From an optimization exercise on the open Yosys and OpenROAD flow, aimed at small area, a short achievable clock period and few clock cycles per item; shortcuts taken in it are not production practice.
Function was not checked in any run shown here: the RTL went through the layout flow alone.

## flow/design.v (module list and top-level ports; edited modules follow where they fit)
// module sr_gen: 2703 lines
// module sr_fa: 10 lines
// module sr_x3: 8 lines
module sr_gen (
    input  wire        clk,
    input  wire        rst,
    input  wire        in_valid,
    output wire        in_ready,
    input  wire        in_load,
    input  wire [63:0] in_j,
    input  wire [63:0] in_s,
    input  wire [31:0] in_t,
    input  wire [47:0] in_x,
    output wire        out_valid,
    input  wire        out_ready,
    output wire [23:0] out_u
);
  // ...
==> flow/flow/run.sh <==
#!/bin/bash
# Layout: the standard flow (standard.sh) with the standard synthesis
# unchanged. After synthesis two things differ from the standard run:
#  - the port buffers are buf_2 cells instead of the delay cell that
#    buffer_ports picks by default (every port still gets its buffer);
#  - the delay cells (clkdlybuf4s*, dlygate*, dlymetal*) are added to the
#    platform's don't-use list, so the repair of slew, capacitance and long
#    wires uses plain buffers.
# Each tool's output goes to a log file of its own in this folder.
set -euo pipefail
bash standard.sh synth > synth.log 2>&1
FULL=$(make -s -C "$FLOW_HOME" DESIGN_CONFIG="$PWD/config.mk" WORK_HOME="$PWD/orfs" \
       print-DONT_USE_CELLS 2> print_dont_use.log | sed -n 's/^DONT_USE_CELLS: //p')
DU="$FULL"
for c in clkdlybuf4s15_1 clkdlybuf4s15_2 clkdlybuf4s18_1 clkdlybuf4s18_2 \
         clkdlybuf4s25_1 clkdlybuf4s25_2 clkdlybuf4s50_1 clkdlybuf4s50_2 \
         dlygate4sd1_1 dlygate4sd2_1 dlygate4sd3_1 \
         dlymetal6s2s_1 dlymetal6s4s_1 dlymetal6s6s_1; do
  DU="$DU sky130_fd_sc_hd__$c"
done
echo "DONT_USE_CELLS=$DU" > dont_use.txt
bash standard.sh "DONT_USE_CELLS=$DU" \
  "BUFFER_PORTS_ARGS=-buffer_cell sky130_fd_sc_hd__buf_2" finish > layout.log 2>&1
==> flow/standard.sh <==
#!/bin/bash
# synth_recipe.tcl (not shown) runs the flow's synth.tcl, then flattens the netlist and writes it again
# the make line also repeats each setting of config.mk as NAME=value (left out here)
make -C /OpenROAD-flow-scripts/flow DESIGN_CONFIG=/design/flow/config.mk WORK_HOME=/design/flow/orfs CLKGATE_MAP_FILE= SYNTH_SCRIPT=/design/flow/synth_recipe.tcl "${@:-finish}"
==> flow/config.mk <==
export PLATFORM = sky130hd
export DESIGN_NAME = sr_gen
export DESIGN_NICKNAME = sr_gen
export VERILOG_FILES = /design/flow/design.v
export SDC_FILE = /design/flow/constraint.sdc
export NUM_CORES = 4
export LEC_CHECK = 0
export CAP_MARGIN = 50
export CORE_MARGIN = 2
export CORE_UTILIZATION = 50
export PLACE_DENSITY = 0.65
export SETUP_SLACK_MARGIN = 0.4
export SLEW_MARGIN = 80
export SYNTH_HIERARCHICAL = 1
==> flow/constraint.sdc <==
create_clock -name core_clock -period 12.0 [get_ports {clk}]
set_input_delay 2.4000 -clock core_clock [delete_from_list [all_inputs] [get_ports {clk}]]
set_output_delay 2.4000 -clock core_clock [all_outputs]
set_load 0.01 [all_outputs]
==> impl_metrics.json, run 1 <==
{
  "status": "timing/DRC/antenna clean",
  "drt_drc_violations_left": 0,
  "crit_path_start": "cs2[9]",
  "crit_slowest_cell": "sky130_fd_sc_hd__or3_2",
  "signal_buffer_area_fraction_pct": 6.23,
  "design.final.nets": 6555,
  "worst_ep_required_time_ps": 12600,
  "critPathMostFrequentCell": "sky130_fd_sc_hd__buf_2",
  "global_route.usage.total_pct": 35.3,
  "sequential_cell_total": 760,
  "synth-compound-area-share_pct": 7.83,
  "grt_pass1_wl_mm": 294,
  "worst_r2r_src": "cs2[9]",
  "cp.depth": 17,
  "post-route-period-util_pct": 39.6,
  "timing.slew.headroom_pct": 78.2,
  "crit_path_end": "a1[20]",
  "synth.mux.area_fraction_pct": 2.18,
  "maxSlewViolCount": 0,
  "routedWlPerCell_um": 31.1,
  "overflow": 0,
  "grt_most_used_layer": "met2",
  "path_max_fanout": 6,
  "cts_repair_resize_count": 0,
  "type_of_the_worst_setup_path": "reg -> reg",
  "synth.lib_cells_used.distinct": 97,
  "largest_cell_class": "multi-input combinational cells",
  "die_width_um": 344,
  "timing.max_cap.violations": 0,
  "final.hold.worst_slack_ps": 435,
  "first_pass_drt_iterations": 6
}
==> run 2, diff against run 1 <==
--- a/flow/design.v
+++ b/flow/design.v
@@ -9,21 +9,23 @@
     input  wire [31:0] in_t,
     input  wire [47:0] in_x,
     output wire        out_valid,
     input  wire        out_ready,
     output wire [23:0] out_u
 );
     localparam [63:0] KEY_SALT = 64'h6A3D_2F59_C1B8_7E05;
     localparam integer D = 6;     
-    localparam [1:0] ST_IDLE = 2'd0;    
-    localparam [1:0] ST_K1   = 2'd1;    
-    localparam [1:0] ST_K2   = 2'd2;    
-    localparam [1:0] ST_K3   = 2'd3;    
-    reg  [1:0]  st;
+    localparam [2:0] ST_IDLE = 3'd0;    
+    localparam [2:0] ST_K1   = 3'd1;    
+    localparam [2:0] ST_I2   = 3'd2;    
+    localparam [2:0] ST_K2   = 3'd3;    
+    localparam [2:0] ST_I3   = 3'd4;    
+    localparam [2:0] ST_K3   = 3'd5;    
+    reg  [2:0]  st;
     reg  [63:0] key;
     reg  [31:0] t_hold;
     reg         rdy, rdy_o;             
     reg         v1, v2, v3, v4;         
     reg         k1, k2, k3, k4;         
     reg  [63:0] a1, na1;
     reg  [63:0] a2, na2;
     wire ta_s1, ta_c1;
@@ -1235,56 +1237,56 @@
     wire ta_s604, ta_c604;
     sr_fa ta_fata_s604 (.a(ta_c582), .b(ta_s600), .c(ta_s601), .s(ta_s604), .co(ta_c604));
     wire ta_s605, ta_c605;
     sr_fa ta_fata_s605 (.a(ta_s602), .b(ta_c583), .c(ta_s603), .s(ta_s605), .co(ta_c605));
     wire ta_s606, ta_c606;
     sr_fa ta_fata_s606 (.a(ta_c584), .b(ta_s604), .c(ta_c585), .s(ta_s606), .co(ta_c606));
     wire ta_s607, ta_c607;
     sr_fa ta_fata_s607 (.a(cs1[18]), .b(cs1[19]), .c(cs1[20]), .s(ta_s607), .co(ta_c607));
-    wire ta_s608;
-    sr_x3 ta_xta_s608 (.a(na1[63]), .b(a1[61]), .c(a1[59]), .s(ta_s608));
-    wire ta_s609;
-    sr_x3 ta_xta_s609 (.a(na1[56]), .b(na1[54]), .c(a1[46]), .s(ta_s609));
-    wire ta_s610;
-    sr_x3 ta_xta_s610 (.a(na1[44]), .b(na1[42]), .c(a1[40]), .s(ta_s610));
-    wire ta_s611;
-    sr_x3 ta_xta_s611 (.a(na1[38]), .b(a1[36]), .c(na1[34]), .s(ta_s611));
-    wire ta_s612;
-    sr_x3 ta_xta_s612 (.a(a1[32]), .b(na1[28]), .c(na1[25]), .s(ta_s612));
-    wire ta_s613;
-    sr_x3 ta_xta_s613 (.a(na1[23]), .b(a1[15]), .c(a1[12]), .s(ta_s613));
-    wire ta_s614;
-    sr_x3 ta_xta_s614 (.a(na1[10]), .b(na1[7]), .c(na1[4]), .s(ta_s614));
-    wire ta_s615;
-    sr_x3 ta_xta_s615 (.a(na1[2]), .b(ta_c588), .c(ta_c589), .s(ta_s615));
-    wire ta_s616;
-    sr_x3 ta_xta_s616 (.a(ta_c590), .b(ta_c591), .c(ta_c592), .s(ta_s616));
-    wire ta_s617;
-    sr_x3 ta_xta_s617 (.a(ta_c593), .b(ta_c594), .c(ta_s608), .s(ta_s617));
-    wire ta_s618;
-    sr_x3 ta_xta_s618 (.a(ta_s609), .b(ta_s610), .c(ta_s611), .s(ta_s618));
-    wire ta_s619;
-    sr_x3 ta_xta_s619 (.a(ta_s612), .b(ta_s613), .c(ta_s614), .s(ta_s619));
-    wire ta_s620;
-    sr_x3 ta_xta_s620 (.a(ta_c595), .b(ta_c596), .c(ta_c597), .s(ta_s620));
-    wire ta_s621;
-    sr_x3 ta_xta_s621 (.a(ta_c598), .b(ta_c599), .c(ta_s615), .s(ta_s621));
-    wire ta_s622;
-    sr_x3 ta_xta_s622 (.a(ta_s616), .b(ta_s617), .c(ta_s618), .s(ta_s622));
-    wire ta_s623;
-    sr_x3 ta_xta_s623 (.a(ta_s619), .b(ta_c600), .c(ta_c601), .s(ta_s623));
-    wire ta_s624;
-    sr_x3 ta_xta_s624 (.a(ta_c602), .b(ta_s620), .c(ta_s621), .s(ta_s624));
-    wire ta_s625;
-    sr_x3 ta_xta_s625 (.a(ta_s622), .b(ta_c603), .c(ta_c604), .s(ta_s625));
-    wire ta_s626;
-    sr_x3 ta_xta_s626 (.a(ta_s623), .b(ta_s624), .c(ta_c605), .s(ta_s626));
-    wire ta_s627;
-    sr_x3 ta_xta_s627 (.a(cs1[21]), .b(cs1[22]), .c(cs1[23]), .s(ta_s627));
+    wire ta_s608, ta_c608;
+    sr_fa ta_fata_s608 (.a(na1[63]), .b(a1[61]), .c(a1[59]), .s(ta_s608), .co(ta_c608));
+    wire ta_s609, ta_c609;
+    sr_fa ta_fata_s609 (.a(na1[56]), .b(na1[54]), .c(a1[46]), .s(ta_s609), .co(ta_c609));
+    wire ta_s610, ta_c610;
+    sr_fa ta_fata_s610 (.a(na1[44]), .b(na1[42]), .c(a1[40]), .s(ta_s610), .co(ta_c610));
+    wire ta_s611, ta_c611;
+    sr_fa ta_fata_s611 (.a(na1[38]), .b(a1[36]), .c(na1[34]), .s(ta_s611), .co(ta_c611));
+    wire ta_s612, ta_c612;
+    sr_fa ta_fata_s612 (.a(a1[32]), .b(na1[28]), .c(na1[25]), .s(ta_s612), .co(ta_c612));
+    wire ta_s613, ta_c613;
+    sr_fa ta_fata_s613 (.a(na1[23]), .b(a1[15]), .c(a1[12]), .s(ta_s613), .co(ta_c613));
+    wire ta_s614, ta_c614;
+    sr_fa ta_fata_s614 (.a(na1[10]), .b(na1[7]), .c(na1[4]), .s(ta_s614), .co(ta_c614));
+    wire ta_s615, ta_c615;
+    sr_fa ta_fata_s615 (.a(na1[2]), .b(ta_c588), .c(ta_c589), .s(ta_s615), .co(ta_c615));
+    wire ta_s616, ta_c616;
+    sr_fa ta_fata_s616 (.a(ta_c590), .b(ta_c591), .c(ta_c592), .s(ta_s616), .co(ta_c616));
+    wire ta_s617, ta_c617;
+    sr_fa ta_fata_s617 (.a(ta_c593), .b(ta_c594), .c(ta_s608), .s(ta_s617), .co(ta_c617));
+    wire ta_s618, ta_c618;
+    sr_fa ta_fata_s618 (.a(ta_s609), .b(ta_s610), .c(ta_s611), .s(ta_s618), .co(ta_c618));
+    wire ta_s619, ta_c619;
+    sr_fa ta_fata_s619 (.a(ta_s612), .b(ta_s613), .c(ta_s614), .s(ta_s619), .co(ta_c619));
+    wire ta_s620, ta_c620;
+    sr_fa ta_fata_s620 (.a(ta_c595), .b(ta_c596), .c(ta_c597), .s(ta_s620), .co(ta_c620));
+    wire ta_s621, ta_c621;
+    sr_fa ta_fata_s621 (.a(ta_c598), .b(ta_c599), .c(ta_s615), .s(ta_s621), .co(ta_c621));
+    wire ta_s622, ta_c622;
+    sr_fa ta_fata_s622 (.a(ta_s616), .b(ta_s617), .c(ta_s618), .s(ta_s622), .co(ta_c622));
+    wire ta_s623, ta_c623;
+    sr_fa ta_fata_s623 (.a(ta_s619), .b(ta_c600), .c(ta_c601), .s(ta_s623), .co(ta_c623));
+    wire ta_s624, ta_c624;
+    sr_fa ta_fata_s624 (.a(ta_c602), .b(ta_s620), .c(ta_s621), .s(ta_s624), .co(ta_c624));
+    wire ta_s625, ta_c625;
+    sr_fa ta_fata_s625 (.a(ta_s622), .b(ta_c603), .c(ta_c604), .s(ta_s625), .co(ta_c625));
+    wire ta_s626, ta_c626;
+    sr_fa ta_fata_s626 (.a(ta_s623), .b(ta_s624), .c(ta_c605), .s(ta_s626), .co(ta_c626));
+    wire ta_s627, ta_c627;
+    sr_fa ta_fata_s627 (.a(cs1[21]), .b(cs1[22]), .c(cs1[23]), .s(ta_s627), .co(ta_c627));
     reg  [126:0] cs1;
     wire [126:0] cs1_d = {ta_s566, ta_s548, ta_c529, ta_s529, ta_c511, ta_s511, ta_c493, ta_s493, ta_c475, ta_s475, ta_c458, ta_s458, ta_c441, ta_s441, ta_s392, ta_s347, ta_c333, ta_s333, ta_c319, ta_s319, ta_c305, ta_s305, ta_c291, ta_s291, ta_c277, ta_s277, ta_c263, ta_s263, ta_c249, ta_s249, ta_c235, ta_s235, ta_c222, ta_s222, ta_c209, ta_s209, ta_c197, ta_s197, ta_c185, ta_s185, ta_c173, ta_s173, ta_c162, ta_s162, ta_c151, ta_s151, ta_c140, ta_s140, ta_s129, ta_c119, ta_s119, ta_c109, ta_s109, ta_c100, ta_s100, ta_s91, ta_c83, ta_s83, ta_c75, ta_s75, ta_c68, ta_s68, ta_s61, ta_c55, ta_s55, ta_c49, ta_s49, ta_c44, ta_s44, ta_c39, ta_s39, ta_c35, ta_s35, ta_s31, ta_c28, ta_s28, ta_c25, ta_s25, ta_c22, ta_s22, ta_c19, ta_s19, ta_c16, ta_s16, ta_c13, ta_s13, ta_c10, ta_s10, ta_c7, ta_s7, ta_c5, ta_s5, ta_s3, ta_c2, ta_s2, ta_c1, ta_s1, a1[1], na1[3], a1[0], na1[2], na1[1], na1[0], ta_s626, ta_c606, ta_s625, ta_s606, ta_c586, ta_s605, ta_c566, ta_s586, ta_s585, ta_c548, ta_s565, ta_c547, ta_c407, ta_s423, ta_c406, ta_s407, ta_c392, ta_s406, ta_c361, ta_s376, ta_c360, ta_c347, ta_s361, ta_c346};
     wire [63:0] pa_628 = {ta_c607, ta_c587, ta_c567, cs1[126], cs1[124], cs1[122], cs1[120], cs1[118], cs1[116], cs1[114], ta_c424, ta_c408, ta_s408, ta_c377, ta_c362, ta_s362, cs1[110], cs1[108], cs1[106], cs1[104], cs1[102], cs1[100], cs1[98], cs1[96], cs1[94], cs1[92], cs1[90], cs1[88], cs1[86], cs1[84], cs1[82], cs1[80], cs1[79], cs1[77], cs1[75], cs1[73], cs1[72], cs1[70], cs1[68], cs1[66], cs1[65], cs1[63], cs1[61], cs1[59], cs1[57], cs1[55], cs1[54], cs1[52], cs1[50], cs1[48], cs1[46], cs1[44], cs1[42], cs1[40], cs1[38], cs1[36], 1'b1, cs1[33], cs1[31], cs1[30], cs1[28], cs1[26], cs1[25], cs1[24]} + {ta_s627, ta_s607, ta_s587, ta_s567, cs1[125], cs1[123], cs1[121], cs1[119], cs1[117], cs1[115], cs1[113], ta_s424, 1'b0, cs1[112], ta_s377, 1'b0, cs1[111], cs1[109], cs1[107], cs1[105], cs1[103], cs1[101], cs1[99], cs1[97], cs1[95], cs1[93], cs1[91], cs1[89], cs1[87], cs1[85], cs1[83], cs1[81], 1'b0, cs1[78], cs1[76], cs1[74], 1'b0, cs1[71], cs1[69], cs1[67], 1'b0, cs1[64], cs1[62], cs1[60], cs1[58], cs1[56], 1'b0, cs1[53], cs1[51], cs1[49], cs1[47], cs1[45], cs1[43], cs1[41], cs1[39], cs1[37], cs1[35], cs1[34], cs1[32], 1'b0, cs1[29], cs1[27], 1'b0, 1'b1};
     wire [63:0] m1 = {pa_628[63], pa_628[62], pa_628[61], pa_628[60], pa_628[59], pa_628[58], pa_628[57], pa_628[56], pa_628[55], pa_628[54], pa_628[53], pa_628[52], pa_628[51], pa_628[50], pa_628[49], pa_628[48], pa_628[47], pa_628[46], pa_628[45], pa_628[44], pa_628[43], pa_628[42], pa_628[41], pa_628[40], pa_628[39], pa_628[38], pa_628[37], pa_628[36], pa_628[35], pa_628[34], pa_628[33], pa_628[32], pa_628[31], pa_628[30], pa_628[29], pa_628[28], pa_628[27], pa_628[26], pa_628[25], pa_628[24], pa_628[23], pa_628[22], pa_628[21], pa_628[20], pa_628[19], pa_628[18], pa_628[17], pa_628[16], pa_628[15], pa_628[14], pa_628[13], pa_628[12], pa_628[11], pa_628[10], pa_628[9], pa_628[8], pa_628[7], pa_628[6], pa_628[5], pa_628[4], pa_628[3], pa_628[2], pa_628[1], pa_628[0]};
     wire [63:0] a2_d = m1 ^ (m1 >> 29);
     wire tb_s629, tb_c629;
     sr_fa tb_fatb_s629 (.a(a2[6]), .b(a2[4]), .c(na2[0]), .s(tb_s629), .co(tb_c629));
     wire tb_s630, tb_c630;
@@ -2548,62 +2550,62 @@
     wire tb_s1259, tb_c1259;
     sr_fa tb_fatb_s1259 (.a(tb_s1255), .b(tb_s1256), .c(tb_c1235), .s(tb_s1259), .co(tb_c1259));
     wire tb_s1260, tb_c1260;
     sr_fa tb_fatb_s1260 (.a(tb_s1257), .b(tb_c1236), .c(tb_s1258), .s(tb_s1260), .co(tb_c1260));
     wire tb_s1261, tb_c1261;
     sr_fa tb_fatb_s1261 (.a(tb_c1237), .b(tb_s1259), .c(tb_s1260), .s(tb_s1261), .co(tb_c1261));
     wire tb_s1262, tb_c1262;
     sr_fa tb_fatb_s1262 (.a(tb_c1238), .b(tb_s1261), .c(tb_c1239), .s(tb_s1262), .co(tb_c1262));
-    wire tb_s1263;
-    sr_x3 tb_xtb_s1263 (.a(a2[63]), .b(a2[61]), .c(na2[57]), .s(tb_s1263));
-    wire tb_s1264;
-    sr_x3 tb_xtb_s1264 (.a(a2[53]), .b(na2[51]), .c(na2[49]), .s(tb_s1264));
-    wire tb_s1265;
-    sr_x3 tb_xtb_s1265 (.a(na2[46]), .b(na2[43]), .c(a2[40]), .s(tb_s1265));
-    wire tb_s1266;
-    sr_x3 tb_xtb_s1266 (.a(a2[38]), .b(na2[36]), .c(a2[34]), .s(tb_s1266));
-    wire tb_s1267;
-    sr_x3 tb_xtb_s1267 (.a(na2[31]), .b(a2[29]), .c(a2[25]), .s(tb_s1267));
-    wire tb_s1268;
-    sr_x3 tb_xtb_s1268 (.a(a2[22]), .b(a2[19]), .c(na2[16]), .s(tb_s1268));
-    wire tb_s1269;
-    sr_x3 tb_xtb_s1269 (.a(na2[13]), .b(a2[11]), .c(na2[9]), .s(tb_s1269));
-    wire tb_s1270;
-    sr_x3 tb_xtb_s1270 (.a(na2[6]), .b(a2[4]), .c(a2[2]), .s(tb_s1270));
-    wire tb_s1271;
-    sr_x3 tb_xtb_s1271 (.a(a2[0]), .b(tb_c1241), .c(tb_c1242), .s(tb_s1271));
-    wire tb_s1272;
-    sr_x3 tb_xtb_s1272 (.a(tb_c1243), .b(tb_c1244), .c(tb_c1245), .s(tb_s1272));
-    wire tb_s1273;
-    sr_x3 tb_xtb_s1273 (.a(tb_c1246), .b(tb_c1247), .c(tb_c1248), .s(tb_s1273));
-    wire tb_s1274;
-    sr_x3 tb_xtb_s1274 (.a(tb_s1263), .b(tb_s1264), .c(tb_s1265), .s(tb_s1274));
-    wire tb_s1275;
-    sr_x3 tb_xtb_s1275 (.a(tb_s1266), .b(tb_s1267), .c(tb_s1268), .s(tb_s1275));
-    wire tb_s1276;
-    sr_x3 tb_xtb_s1276 (.a(tb_s1269), .b(tb_s1270), .c(tb_c1249), .s(tb_s1276));
-    wire tb_s1277;
-    sr_x3 tb_xtb_s1277 (.a(tb_c1250), .b(tb_c1251), .c(tb_c1252), .s(tb_s1277));
-    wire tb_s1278;
-    sr_x3 tb_xtb_s1278 (.a(tb_c1253), .b(tb_s1271), .c(tb_s1272), .s(tb_s1278));
-    wire tb_s1279;
-    sr_x3 tb_xtb_s1279 (.a(tb_s1273), .b(tb_s1274), .c(tb_s1275), .s(tb_s1279));
-    wire tb_s1280;
-    sr_x3 tb_xtb_s1280 (.a(tb_c1254), .b(tb_c1255), .c(tb_s1276), .s(tb_s1280));
-    wire tb_s1281;
-    sr_x3 tb_xtb_s1281 (.a(tb_c1256), .b(tb_s1277), .c(tb_s1278), .s(tb_s1281));
-    wire tb_s1282;
-    sr_x3 tb_xtb_s1282 (.a(tb_s1279), .b(tb_c1257), .c(tb_c1258), .s(tb_s1282));
-    wire tb_s1283;
-    sr_x3 tb_xtb_s1283 (.a(tb_s1280), .b(tb_s1281), .c(tb_c1259), .s(tb_s1283));
-    wire tb_s1284;
-    sr_x3 tb_xtb_s1284 (.a(tb_c1260), .b(tb_s1282), .c(tb_s1283), .s(tb_s1284));
-    wire tb_s1285;
-    sr_x3 tb_xtb_s1285 (.a(cs2[6]), .b(cs2[7]), .c(cs2[8]), .s(tb_s1285));
+    wire tb_s1263, tb_c1263;
+    sr_fa tb_fatb_s1263 (.a(a2[63]), .b(a2[61]), .c(na2[57]), .s(tb_s1263), .co(tb_c1263));
+    wire tb_s1264, tb_c1264;
+    sr_fa tb_fatb_s1264 (.a(a2[53]), .b(na2[51]), .c(na2[49]), .s(tb_s1264), .co(tb_c1264));
+    wire tb_s1265, tb_c1265;
+    sr_fa tb_fatb_s1265 (.a(na2[46]), .b(na2[43]), .c(a2[40]), .s(tb_s1265), .co(tb_c1265));
+    wire tb_s1266, tb_c1266;
+    sr_fa tb_fatb_s1266 (.a(a2[38]), .b(na2[36]), .c(a2[34]), .s(tb_s1266), .co(tb_c1266));
+    wire tb_s1267, tb_c1267;
+    sr_fa tb_fatb_s1267 (.a(na2[31]), .b(a2[29]), .c(a2[25]), .s(tb_s1267), .co(tb_c1267));
+    wire tb_s1268, tb_c1268;
+    sr_fa tb_fatb_s1268 (.a(a2[22]), .b(a2[19]), .c(na2[16]), .s(tb_s1268), .co(tb_c1268));
+    wire tb_s1269, tb_c1269;
+    sr_fa tb_fatb_s1269 (.a(na2[13]), .b(a2[11]), .c(na2[9]), .s(tb_s1269), .co(tb_c1269));
+    wire tb_s1270, tb_c1270;
+    sr_fa tb_fatb_s1270 (.a(na2[6]), .b(a2[4]), .c(a2[2]), .s(tb_s1270), .co(tb_c1270));
+    wire tb_s1271, tb_c1271;
+    sr_fa tb_fatb_s1271 (.a(a2[0]), .b(tb_c1241), .c(tb_c1242), .s(tb_s1271), .co(tb_c1271));
+    wire tb_s1272, tb_c1272;
+    sr_fa tb_fatb_s1272 (.a(tb_c1243), .b(tb_c1244), .c(tb_c1245), .s(tb_s1272), .co(tb_c1272));
+    wire tb_s1273, tb_c1273;
+    sr_fa tb_fatb_s1273 (.a(tb_c1246), .b(tb_c1247), .c(tb_c1248), .s(tb_s1273), .co(tb_c1273));
+    wire tb_s1274, tb_c1274;
+    sr_fa tb_fatb_s1274 (.a(tb_s1263), .b(tb_s1264), .c(tb_s1265), .s(tb_s1274), .co(tb_c1274));
+    wire tb_s1275, tb_c1275;
+    sr_fa tb_fatb_s1275 (.a(tb_s1266), .b(tb_s1267), .c(tb_s1268), .s(tb_s1275), .co(tb_c1275));
+    wire tb_s1276, tb_c1276;
+    sr_fa tb_fatb_s1276 (.a(tb_s1269), .b(tb_s1270), .c(tb_c1249), .s(tb_s1276), .co(tb_c1276));
+    wire tb_s1277, tb_c1277;
+    sr_fa tb_fatb_s1277 (.a(tb_c1250), .b(tb_c1251), .c(tb_c1252), .s(tb_s1277), .co(tb_c1277));
+    wire tb_s1278, tb_c1278;
+    sr_fa tb_fatb_s1278 (.a(tb_c1253), .b(tb_s1271), .c(tb_s1272), .s(tb_s1278), .co(tb_c1278));
+    wire tb_s1279, tb_c1279;
+    sr_fa tb_fatb_s1279 (.a(tb_s1273), .b(tb_s1274), .c(tb_s1275), .s(tb_s1279), .co(tb_c1279));
+    wire tb_s1280, tb_c1280;
+    sr_fa tb_fatb_s1280 (.a(tb_c1254), .b(tb_c1255), .c(tb_s1276), .s(tb_s1280), .co(tb_c1280));
+    wire tb_s1281, tb_c1281;
+    sr_fa tb_fatb_s1281 (.a(tb_c1256), .b(tb_s1277), .c(tb_s1278), .s(tb_s1281), .co(tb_c1281));
+    wire tb_s1282, tb_c1282;
+    sr_fa tb_fatb_s1282 (.a(tb_s1279), .b(tb_c1257), .c(tb_c1258), .s(tb_s1282), .co(tb_c1282));
+    wire tb_s1283, tb_c1283;
+    sr_fa tb_fatb_s1283 (.a(tb_s1280), .b(tb_s1281), .c(tb_c1259), .s(tb_s1283), .co(tb_c1283));
+    wire tb_s1284, tb_c1284;
+    sr_fa tb_fatb_s1284 (.a(tb_c1260), .b(tb_s1282), .c(tb_s1283), .s(tb_s1284), .co(tb_c1284));
+    wire tb_s1285, tb_c1285;
+    sr_fa tb_fatb_s1285 (.a(cs2[6]), .b(cs2[7]), .c(cs2[8]), .s(tb_s1285), .co(tb_c1285));
     reg  [112:0] cs2;
     wire [112:0] cs2_d = {tb_s1262, tb_s1218, tb_s1176, tb_c1156, tb_s1156, tb_c1136, tb_s1136, tb_c1117, tb_s1117, tb_c1098, tb_s1098, tb_c1079, tb_s1079, tb_c1061, tb_s1061, tb_s1043, tb_c1026, tb_s1026, tb_c1009, tb_s1009, tb_c993, tb_s993, tb_c977, tb_s977, tb_c961, tb_s961, tb_c946, tb_s946, tb_c931, tb_s931, tb_s916, tb_c902, tb_s902, tb_c888, tb_s888, tb_s874, tb_c861, tb_s861, tb_c848, tb_s848, tb_s835, tb_c823, tb_s823, tb_c811, tb_s811, tb_c799, tb_s799, tb_s787, tb_c776, tb_s776, tb_c765, tb_s765, tb_c755, tb_s755, tb_c745, tb_s745, tb_s735, tb_c726, tb_s726, tb_c717, tb_s717, tb_c709, tb_s709, tb_s701, tb_c694, tb_s694, tb_s687, tb_c681, tb_s681, tb_c675, tb_s675, tb_c669, tb_s669, tb_c664, tb_s664, tb_c659, tb_s659, tb_c654, tb_s654, tb_c650, tb_s650, tb_c646, tb_s646, tb_c642, tb_s642, tb_c639, tb_s639, tb_c636, tb_s636, tb_c634, tb_s634, tb_s632, tb_c631, tb_s631, tb_c630, tb_s630, tb_c629, tb_s629, a2[5], a2[4], a2[3], a2[2], a2[1], a2[0], tb_c1262, tb_s1284, tb_c1261, tb_c1218, tb_s1239, tb_c1217, tb_c1176, tb_s1196, tb_c1175};
     wire [63:0] pb_1286 = {tb_s1285, tb_c1240, tb_s1240, tb_c1197, tb_s1197, cs2[109], cs2[107], cs2[105], cs2[103], cs2[101], cs2[99], cs2[98], cs2[96], cs2[94], cs2[92], cs2[90], cs2[88], cs2[86], cs2[84], cs2[83], cs2[81], cs2[79], cs2[78], cs2[76], cs2[74], cs2[73], cs2[71], cs2[69], cs2[67], cs2[66], cs2[64], cs2[62], cs2[60], cs2[58], cs2[57], cs2[55], cs2[53], cs2[51], cs2[50], cs2[48], cs2[47], cs2[45], cs2[43], cs2[41], cs2[39], cs2[37], cs2[35], cs2[33], cs2[31], cs2[29], cs2[27], cs2[25], cs2[23], cs2[22], cs2[20], cs2[18], cs2[16], 1'b1, cs2[14], cs2[13], cs2[12], cs2[11], cs2[10], cs2[9]} + {1'b0, cs2[112], 1'b0, cs2[111], 1'b0, cs2[110], cs2[108], cs2[106], cs2[104], cs2[102], cs2[100], 1'b0, cs2[97], cs2[95], cs2[93], cs2[91], cs2[89], cs2[87], cs2[85], 1'b0, cs2[82], cs2[80], 1'b0, cs2[77], cs2[75], 1'b0, cs2[72], cs2[70], cs2[68], 1'b0, cs2[65], cs2[63], cs2[61], cs2[59], 1'b0, cs2[56], cs2[54], cs2[52], 1'b0, cs2[49], 1'b0, cs2[46], cs2[44], cs2[42], cs2[40], cs2[38], cs2[36], cs2[34], cs2[32], cs2[30], cs2[28], cs2[26], cs2[24], 1'b0, cs2[21], cs2[19], cs2[17], cs2[15], cs2[12], cs2[11], cs2[10], cs2[9], 1'b0, 1'b0};
     wire [63:0] m2 = {pb_1286[63], pb_1286[62], pb_1286[61], pb_1286[60], pb_1286[59], pb_1286[58], pb_1286[57], pb_1286[56], pb_1286[55], pb_1286[54], pb_1286[53], pb_1286[52], pb_1286[51], pb_1286[50], pb_1286[49], pb_1286[48], pb_1286[47], pb_1286[46], pb_1286[45], pb_1286[44], pb_1286[43], pb_1286[42], pb_1286[41], pb_1286[40], pb_1286[39], pb_1286[38], pb_1286[37], pb_1286[36], pb_1286[35], pb_1286[34], pb_1286[33], pb_1286[32], pb_1286[31], pb_1286[30], pb_1286[29], pb_1286[28], pb_1286[27], pb_1286[26], pb_1286[25], pb_1286[24], pb_1286[23], pb_1286[22], pb_1286[21], pb_1286[20], pb_1286[19], pb_1286[18], pb_1286[17], pb_1286[16], pb_1286[15], pb_1286[14], pb_1286[13], pb_1286[12], pb_1286[11], pb_1286[10], pb_1286[9], pb_1286[8], pb_1286[7], pb_1286[6], pb_1286[5], pb_1286[4], pb_1286[3], pb_1286[2], pb_1286[1], pb_1286[0]};
     wire [63:0] r = m2 ^ (m2 >> 32);
     reg         ov;
     reg  [23:0] ou;
     reg  [23:0] fifo [0:D-2];
@@ -2618,30 +2620,32 @@
     wire telem  = take && !in_load;
     wire pop    = ov && out_ready;
     wire push   = v4 && !k4;
     wire hfree  = !ov || pop;           
     wire fempty = !fcnt[0];
     wire fpush  = push && !(hfree && fempty);
     wire fpop   = hfree && !fempty;
     wire kr     = v4 && k4;             
-    wire fwd    = kr && (st != ST_K3);  
-    wire [63:0] z_a = in_load ? KEY_SALT : key;
-    wire [63:0] z_b = in_load ? in_j : {16'd0, in_x};
-    wire [63:0] z_w = (st == ST_K1) ? key : {32'd0, t_hold};
-    wire [63:0] z   = fwd ? r ^ z_w : z_a ^ z_b;
+    wire issue  = (st == ST_I2) || (st == ST_I3);
+    wire [63:0] z_a = in_load && !issue ? KEY_SALT : key;
+    wire [63:0] z_b = issue ? 64'd0 : (in_load ? in_j : {16'd0, in_x});
+    wire [63:0] z   = z_a ^ z_b;
     wire [63:0] a1_d = z ^ (z >> 31);
-    reg  [1:0] st_n;
+    reg  [2:0] st_n;
     always @(*) begin
         st_n = st;
         case (st)
             ST_IDLE: if (tload) st_n = ST_K1;
-            ST_K1:   if (kr) st_n = ST_K2;
-            ST_K2:   if (kr) st_n = ST_K3;
-            default: if (kr) st_n = ST_IDLE;
+            ST_K1:   if (kr) st_n = ST_I2;
+            ST_I2:   st_n = ST_K2;
+            ST_K2:   if (kr) st_n = ST_I3;
+            ST_I3:   st_n = ST_K3;
+            ST_K3:   if (kr) st_n = ST_IDLE;
+            default: st_n = ST_IDLE;
         endcase
     end
     wire [D-1:0] cnt_n = (telem && !pop) ? {cnt[D-2:0], 1'b1} :
                          (pop && !telem) ? {1'b0, cnt[D-1:1]} : cnt;
     wire rdy_n = !cnt_n[D-1] && (st_n == ST_IDLE);
     always @(posedge clk) begin
         if (rst) begin
             st    <= ST_IDLE;
@@ -2658,20 +2662,20 @@
             cnt   <= {D{1'b0}};
             ov    <= 1'b0;
         end else begin
             st    <= st_n;
             rdy   <= rdy_n;
             rdy_o <= rdy_n;
             if (tload)
                 key <= in_s;
-            else if (kr && st == ST_K3)
-                key <= r;
-            v1 <= take || fwd;
-            k1 <= tload || fwd;
+            else if (kr)
+                key <= r ^ ((st == ST_K1) ? key : (st == ST_K2) ? {32'd0, t_hold} : 64'd0);
+            v1 <= take || issue;
+            k1 <= tload || issue;
             v2 <= v1;
             k2 <= k1;
             v3 <= v2;
             k3 <= k2;
             v4 <= v3;
             k4 <= k3;
             if (hfree)
                 ov <= push || !fempty;
@@ -2690,17 +2694,17 @@
         if (tload)
             t_hold <= in_t;
         a1  <= a1_d;
         na1 <= ~a1_d;
         cs1 <= cs1_d;
         a2  <= a2_d;
         na2 <= ~a2_d;
         cs2 <= cs2_d;
-        if (push)                       
+        if (fpush)
             fifo[wp] <= r[63:40];
         if (hfree)
             ou <= fempty ? r[63:40] : fifo[rp];
     end
 endmodule
 module sr_fa (
     input  wire a,
     input  wire b,
==> run 2 against run 1 <==
Sequential share of layout area up 0.67 points. Synthesized cell count down 0.50%. Worst hold slack worse by 16 ps. Critical path depth down 6. Routed wire length down 2.2%. Worst setup slack better by 320 ps. Die area down 1.3%. Flip-flop and latch count up 1. Critical endpoint is now cs2[112]. Highest routed layer unchanged.
==> impl_metrics.json, run 2 <==
{
  "crit_path_end_kind": "register",
  "first_global_vias": 42000,
  "die_width_um": 342,
  "yosysSeqAreaShare_pct": 29.8,
  "setup_tns_ps": 0,
  "fp.dieArea_mm2": 0.117,
  "crit_path_cell_trace": "buf_2 > buf_2 > buf_4 > fa_1 > fa_1 > fa_1 > fa_1 > fa_1 > fa_1 > fa_1 > fa_1",
  "synth.most_common_cell": "sky130_fd_sc_hd__fa_1",
  "routabilityCongestion": 1.04,
  "largest_reg_flops": 127,
  "cts_root_buffer": "sky130_fd_sc_hd__clkbuf_16",
  "clock_tree.buffer_depth": 3,
  "timing.max_cap.violations": 0,
  "post_drt_via_cell_ratio": 6.08,
  "layout_commonest_cell": "sky130_fd_sc_hd__fa_1",
  "grt_max_degree": 60,
  "grt_antenna_before_repair": 4,
  "dpl_cell_area_mm2": 0.0650,
  "synthesis.area_mm2": 0.0571,
  "primary_ff_master_synth": "sky130_fd_sc_hd__dfxtp_1",
  "via_count": 39500,
  "insertion_delay_ps": 690,
  "synth.lib_cells_used.distinct": 96,
  "io-pin-count": 239,
  "synth_enable_flop_cells": 180,
  "cts.sink_count": 761,
  "grt_pass1_wl_mm": 288,
  "dpl.cell_count": 6302,
  "ys_ff_latch": 761,
  "layout.cell_area.non_filler_mm2": 0.0685,
  "design.final.nets": 6510,
  "final.hold.worst_slack_ps": 420,
  "dr.first_iter.drc_count": 4539,
  "critPathMostFrequentCell": "sky130_fd_sc_hd__fa_1",
  "layout_common_cells": "sky130_fd_sc_hd__fa_1 (1,257), sky130_fd_sc_hd__buf_2 (397), sky130_fd_sc_hd__dfxtp_1 (321), sky130_fd_sc_hd__nor2_1 (232), sky130_fd_sc_hd__inv_1 (218)",
  "cpLargestDelayFamily": "adder cells",
  "finalCoreUtilization_pct": 60.1,
  "overflow": 0,
  "synth.largest_area_cell": "sky130_fd_sc_hd__fa_1",
  "die_y_um": 342,
  "worst-endpoint-arrival_ps": 5000,
  "first_pass_drt_iterations": 6,
  "setup_failing_eps_final": 0,
  "initial_core_util_pct": 50.2,
  "synth.net_count": 5950,
  "type_of_the_worst_setup_path": "reg -> reg",
  "route.final.wire_length_mm": 200,
  "timing.slew.headroom_pct": 76.5,
  "finalHoldViolCount": 0,
  "routedWlPerCell_um": 30.8,
  "timing.critical_path.from_type": "register",
  "cts_made_buffers": 83,
  "fin_cells": 6490,
  "synth.cells.most_frequent": "sky130_fd_sc_hd__fa_1 (1,263), sky130_fd_sc_hd__dfxtp_1 (581), sky130_fd_sc_hd__nor2_1 (254)",
  "ff2ff_setup_slack_ps": 7570,
  "maxSlewViolCount": 0,
  "timing.critical_path.buf_inv": 3,
  "rsz0062_at_grt": "false",
  "cts.htree.levels": 3,
  "detailed_place_hpwl_mm": 164,
  "core_area_mm2": 0.114,
  "io_buffer_count": 238,
  "fraction_of_layout_cells_with_a_size_suffix_above_1_pct": 28.2,
  "area.growth.synth_to_final_pct": 19.8,
  "worstHoldPathType": "reg -> reg",
  "post-route-period-util_pct": 36.9,
  "synth.top_cells.by_area": "sky130_fd_sc_hd__fa_1 (44%), sky130_fd_sc_hd__dfxtp_1 (20%), sky130_fd_sc_hd__edfxtp_1 (9.5%), sky130_fd_sc_hd__ha_1 (2.8%), sky130_fd_sc_hd__xnor2_1 (2.3%)",
  "post_synth_arst_share_pct": 0,
  "mapped_avg_cell_area_um2": 13.2,
  "count_of_synthesis_stage_warnings_from_yosys": 7,
  "highest_clock_frequency_the_design_can_meet_ghz": 0.226,
  "final.setup_skew_ps": 42.5,
  "biggestRegsByFlops": "cs1: 127 flops, fifo: 120 flops, cs2: 113 flops",
  "period_needed_ps": 4430,
  "cts_repair_resize_count": 0,
  "clk_transition_reported_paths_ps": 60,
  "critical_path.max_stage_delay_ps": 470,
  "synth_top_cell_area_share_pct": 44.3,
  "post-cts-setup-buffers": 0,
  "cts.hold.buffers_added": 0,
  "drt_drc_violations_left": 0,
  "worstMarginPinSlew_ps": 353,
  "path_max_fanout": 6,
  "crit_slowest_cell": "sky130_fd_sc_hd__fa_1",
  "syn_inst": 4344,
  "status": "timing/DRC/antenna clean",
  "num_rows": 124,
  "ant_nets": 0,
  "global_route.usage.total_pct": 34.8,
  "top_register": "cs1",
  "worst_ep_required_time_ps": 12570,
  "tritoncts": "yes"
}
[run 2: cell count changes after synthesis, moves of 34 or more]
cell                      delta
sky130_fd_sc_hd__xor2_1     -36
sky130_fd_sc_hd__xor3_1     -43
sky130_fd_sc_hd__a22oi_1    +44
sky130_fd_sc_hd__o21ai_0    +34
sky130_fd_sc_hd__o22ai_1    +36
sky130_fd_sc_hd__fa_1       +43
sky130_fd_sc_hd__xnor2_1    -60
[run 2: final timing paths]
| kind | start | endpoint | cells past startpoint |
|---|---|---|---|
| max | na2[6] | cs2[112] | 11 |
| min | k2 | k3 | 0 |
| max reg2reg | na2[6] | cs2[112] | 11 |
| min reg2reg | k2 | k3 | 0 |
[run 2: routing by layer]
metal | vias to the layer above | wire, um | global-route usage [%]
met5 | - | 13 | 0
met4 | 2 | 12900 | 18.0
met3 | 645 | 21900 | 9.90
met2 | 2543 | 92900 | 54.8
met1 | 20500 | 71900 | 44.1
li1 | 15700 | - | -
[run 2: cell families (layout without fill, tap and decap cells)]
kind of cell | Yosys count | count (layout) | share of synthesized area [%]
other | 0 | 3 | 0
adders and majority gates | 1393 | 1393 | 47.1
AOI/OAI and AO/OA | 760 | 760 | 8.52
xor gates and xnor gates | 260 | 260 | 4.19
buffers and inverters | 360 | 991 | 2.40
DFF | 761 | 761 | 29.8
and+or+nand+nor | 722 | 722 | 5.87
muxes | 88 | 88 | 2.10
[run 2: layout make-up]
type | count | area (um^2)
fillers | 8878 | 45400
multi-input cells | 3223 | 41400
flip-flops and latches | 761 | 17700
repair buffers | 614 | 3880
clock buffers | 109 | 2290
well taps | 1512 | 1890
inverters | 221 | 840
clock inverters | 47 | 494
diodes | 3 | 7.51
[run 2: per-module statistics from Yosys (local to each module, per instance)]
module  flops+latches  area, um^2  copies in the design  cells inside
sr_fa               0        20.0                  1262             1
sr_gen            761       31900                     1          3082
[run 2: through the flow]
stage	worst slack, ps
floorplan	5470
global placement	6290
detailed placement	7340
CTS	7570
global route	7460
finish	7570

==> afterwards: timing with drivers on the ports <==
How much do the figures lean on ideal ports? The routed layouts below were timed once more, with nothing changed but the port constraints.
Step 1: set_driving_cell puts a clkbuf_16 on clk and a buf_2 on each other input, an assumption about the parent block.
Step 2, shift: input delay + t, output delay - t, t = (earliest + latest rising clock arrival at the registers) / 2. This alone moves slack from input paths to output paths.
a / b / c = ideal ports / drivers / drivers and shift; a / b = the first two.
run | t (ns) | setup slack, ns | worst hold slack (ns)
run 1 | 0.732 | 7.247 / 7.247 / 7.247 | 0.435 / 0.435 / 0.435
run 2 | 0.744 | 7.570 / 7.570 / 7.277 | 0.420 / 0.420 / 0.420
After both steps every run listed still meets setup and hold. The setup slack of run 2, which loses most, moves by 0.000 ns with the drivers and by -0.293 ns with both steps.
